This design comes from an exercise in tuning for small area, a short achievable clock period and few clock cycles per item on the open sky130 flow, not from production work. In this exercise RTL edits were held to simulation tests only and were not proved equivalent to the original. No activity file was given, so power comes from the tool's default toggle rates.

## rs144_dec
module rs144_dec (
  input  wire        clk,
  input  wire        rst,
  input  wire        in_valid,
  output wire        in_ready,
  input  wire [7:0]  in_data,
  output wire        out_valid,
  input  wire        out_ready,
  output wire        out_fail,
  output wire [2:0]  out_nerr,
  output wire [31:0] out_pos,
  output wire [31:0] out_val
);
==> flow/config.mk <==
export PLATFORM = sky130hd
export DESIGN_NAME = rs144_dec
export DESIGN_NICKNAME = rs144_dec
export VERILOG_FILES = /design/flow/design.v
export SDC_FILE = /design/flow/constraint.sdc
export NUM_CORES = 4
export LEC_CHECK = 0
export CAP_MARGIN = 20
export CORE_MARGIN = 2
export CORE_UTILIZATION = 60
export CTS_CLUSTER_DIAMETER = 100
export CTS_CLUSTER_SIZE = 20
export PLACE_DENSITY = 0.7
export SLEW_MARGIN = 20
==> flow/constraint.sdc <==
create_clock -name core_clock -period 10.0 [get_ports {clk}]
set_input_delay 2.0000 -clock core_clock [delete_from_list [all_inputs] [get_ports {clk}]]
set_output_delay 2.0000 -clock core_clock [all_outputs]
set_load 0.01 [all_outputs]
standard.sh (not shown) runs the stock make flow with config.mk's settings and CLKGATE_MAP_FILE= SYNTH_SCRIPT=/design/flow/synth_recipe.tcl, a recipe that flattens the netlist after the stock synthesis.
==> flow/flow/run.sh <==
#!/bin/bash
# Standard layout, with timing repair aimed below the design's period.
set -euo pipefail
bash standard.sh SETUP_SLACK_MARGIN=6.85 finish > flow_make.log 2>&1
Testbench counts at the start, summed over its fixed seeds: cycles 116,677, items 800.
Change:
--- a/flow/design.v
+++ b/flow/design.v
@@ -119,28 +119,33 @@
     end
     if (acc)
       for (i = 0; i < 8; i = i + 1)
         syn[i] <= syn_nx[i];
   end
   reg  [7:0] S   [0:7];
   reg  [7:0] lam [0:4];      
-  reg  [7:0] E   [0:4];      
+  reg  [7:0] E   [0:3];      
   reg  [7:0] gam, d, tmp;
   reg  [3:0] L;
   reg  [2:0] k, k_nx;        
   reg  [3:0] sc, sc_nx;      
-  reg        f_init, f_dph, f_d0, f_dmask, f_ua, f_ub, f_ufirst, f_lrot, f_erot, f_om, f_gl;
+  reg        f_dph, f_dmask, f_ub, f_lrot, f_erot;
+  wire       f_init   = (bph == B_INIT);
+  wire       f_om     = (bph == B_OM);
+  wire       f_d0     = (sc == 4'd0);
+  wire       f_b0     = (sc == 4'd13);           
+  wire       f_l0     = (bph == B_BM) & (sc == 4'd14);
   wire [7:0] s0   = S[2];    
   wire       s0nz = |s0;
   wire [7:0] ma   = f_ub ? E[0] : lam[0];
-  wire [7:0] mb   = f_dph ? S[0] : (f_ua ? gam : d);
+  wire [7:0] mb   = f_dph ? S[0] : (f_ub ? d : gam);
   wire [7:0] prod = gf_mul(ma, mb);
   wire       cond    = (|d) && ({L, 1'b0} <= {2'b00, k});
-  wire [7:0] lam_new = tmp ^ (f_ufirst ? 8'h00 : prod);
-  wire [7:0] e_push  = cond ? lam[0] : (f_ufirst ? 8'h00 : E[0]);
+  wire [7:0] lam_new = tmp ^ prod;
+  wire [7:0] e_push  = f_b0 ? (cond ? lam[1] : 8'h00) : (cond ? lam[0] : E[0]);
   wire       c_commit;       
   wire       c_load_b;       
   always @* begin
     bph_nx = bph;
     k_nx   = k;
     sc_nx  = sc;
     case (bph)
@@ -169,33 +174,27 @@
       B_DONE: if (c_load_b) bph_nx = B_HAND;
       B_HAND: if (c_commit) bph_nx = B_IDLE;
       default: bph_nx = B_IDLE;
     endcase
   end
   wire bm_nx = (bph_nx == B_BM);
   wire om_nx = (bph_nx == B_OM);
-  wire up_nx = bm_nx & (sc_nx >= 4'd5);
+  wire up_nx = bm_nx & (sc_nx >= 4'd6) & (sc_nx <= 4'd13);
   always @(posedge clk) begin
     if (rst)
       bph <= B_IDLE;
     else
       bph <= bph_nx;
     k  <= k_nx;
     sc <= sc_nx;
-    f_init   <= (bph_nx == B_INIT);
     f_dph    <= (bm_nx | om_nx) & (sc_nx < 4'd5);
-    f_d0     <= (sc_nx == 4'd0);
     f_dmask  <= bm_nx | ({1'b0, sc_nx[2:0]} <= {1'b0, k_nx});
-    f_ua     <= up_nx & sc_nx[0];
-    f_ub     <= up_nx & ~sc_nx[0];
-    f_ufirst <= (sc_nx == 4'd6);
-    f_lrot   <= ((bm_nx | om_nx) & (sc_nx < 4'd5)) | (up_nx & ~sc_nx[0]);
-    f_erot   <= (bm_nx & (sc_nx < 4'd4)) | (up_nx & ~sc_nx[0]) | (om_nx & (sc_nx == 4'd5));
-    f_om     <= om_nx;
-    f_gl     <= bm_nx & (sc_nx == 4'd14);
+    f_ub     <= up_nx & sc_nx[0];
+    f_lrot   <= ((bm_nx | om_nx) & (sc_nx < 4'd5)) | (bm_nx & (sc_nx == 4'd5)) | (up_nx & sc_nx[0]);
+    f_erot   <= (bm_nx & (sc_nx < 4'd3)) | (up_nx & sc_nx[0]) | (om_nx & (sc_nx == 4'd5));
   end
   always @(posedge clk) begin
     if (b_load) begin
       for (i = 0; i < 8; i = i + 1)
         S[i] <= syn_nx[(10 - i) % 8];
     end else begin
       for (i = 0; i < 7; i = i + 1)
@@ -204,45 +203,44 @@
     end
     if (f_init) begin
       lam[0] <= 8'h01;
       lam[1] <= s0;
       lam[2] <= 8'h00;
       lam[3] <= 8'h00;
       lam[4] <= 8'h00;
-      E[0]   <= s0nz ? 8'h01 : 8'h00;
-      E[1]   <= s0nz ? 8'h00 : 8'h01;
+      E[0]   <= s0nz ? 8'h00 : 8'h01;
+      E[1]   <= 8'h00;
       E[2]   <= 8'h00;
-      E[3]   <= 8'h00;
-      E[4]   <= 8'h00;
+      E[3]   <= s0nz ? 8'h01 : 8'h00;
       gam    <= s0nz ? s0 : 8'h01;
       L      <= s0nz ? 4'd1 : 4'd0;
     end else begin
       if (f_lrot) begin
         for (i = 0; i < 4; i = i + 1)
           lam[i] <= lam[i+1];
         lam[4] <= f_ub ? lam_new : lam[0];
-      end
+      end else if (f_l0)
+        lam[0] <= prod;
       if (f_erot) begin
-        for (i = 0; i < 4; i = i + 1)
+        for (i = 0; i < 3; i = i + 1)
           E[i] <= E[i+1];
-        E[4] <= f_ub ? e_push : (f_om ? d : E[0]);
+        E[3] <= f_ub ? e_push : (f_om ? d : E[0]);
       end
-      if (f_gl && cond) begin
+      if (f_l0 && cond) begin
         gam <= d;
         L   <= {1'b0, k} + 4'd1 - L;
       end
     end
     if (f_dph) begin
       if (f_d0)
         d <= f_dmask ? prod : 8'h00;
       else if (f_dmask)
         d <= d ^ prod;
     end
-    if (f_ua)
-      tmp <= prod;
+    tmp <= prod;               
   end
   reg  [7:0] tl [0:4];
   reg  [7:0] tw [0:3];
   reg        c_run, c_free;
   reg  [7:0] cpos;
   reg        v1, r1, first1, last1;
   reg  [7:0] lo1, ot1;       
@@ -266,15 +264,15 @@
   wire [7:0] lam_odd = tl[1] ^ tl[3];
   wire [7:0] om_val  = tw[0] ^ tw[1] ^ tw[2] ^ tw[3];
   always @(posedge clk) begin
     if (c_load) begin
       for (i = 0; i < 5; i = i + 1)
         tl[i] <= lam[i];
       for (i = 0; i < 4; i = i + 1)
-        tw[i] <= E[i+1];
+        tw[i] <= E[i];
     end else begin
       for (i = 1; i < 5; i = i + 1)
         tl[i] <= gf_mul(tl[i], alpha_pow(255 - i));
       for (i = 1; i < 4; i = i + 1)
         tw[i] <= gf_mul(tw[i], alpha_pow(255 - i));
     end
     cpos <= cpos_nx;
The changed run completed without violations.
Via count rose by 0.40%.
Non-clock buffer count rose by 10.
Global-route usage rose by 1.2 points.
Core utilization rose by 0.61 points.
Routed wire length rose by 1.9%.
Power rose by 5.9%.
Testbench counts after the change, summed over its fixed seeds: cycles 116,677, items 800.

## separate check: timing with driven ports
The results above use ideal ports. As a check the final layouts listed here were re-extracted and re-timed, cells and wires unchanged.
Step 1, drivers: a clkbuf_16 drives clk and a buf_2 each remaining input, both assumed.
Step 2 also shifts input and output timing later by t, the mid clock arrival at the registers, as if the neighbouring blocks saw the same clock.
Slacks: ideal / step 1 / step 2; pairs: ideal / step 1.
run	t, ns	setup slack, ns	hold slack, ns	worst slew at a driven data input, ns
the first run	0.629	6.844 / 6.793 / 6.293	0.334 / 0.334 / 0.334	0.04
the second run	0.617	6.830 / 6.774 / 6.368	0.325 / 0.325 / 0.325	0.03
After both steps setup and hold are still met in every run listed. For the first run, which loses most, drivers alone change the setup slack by -0.051 ns; drivers and shift together by -0.551 ns.
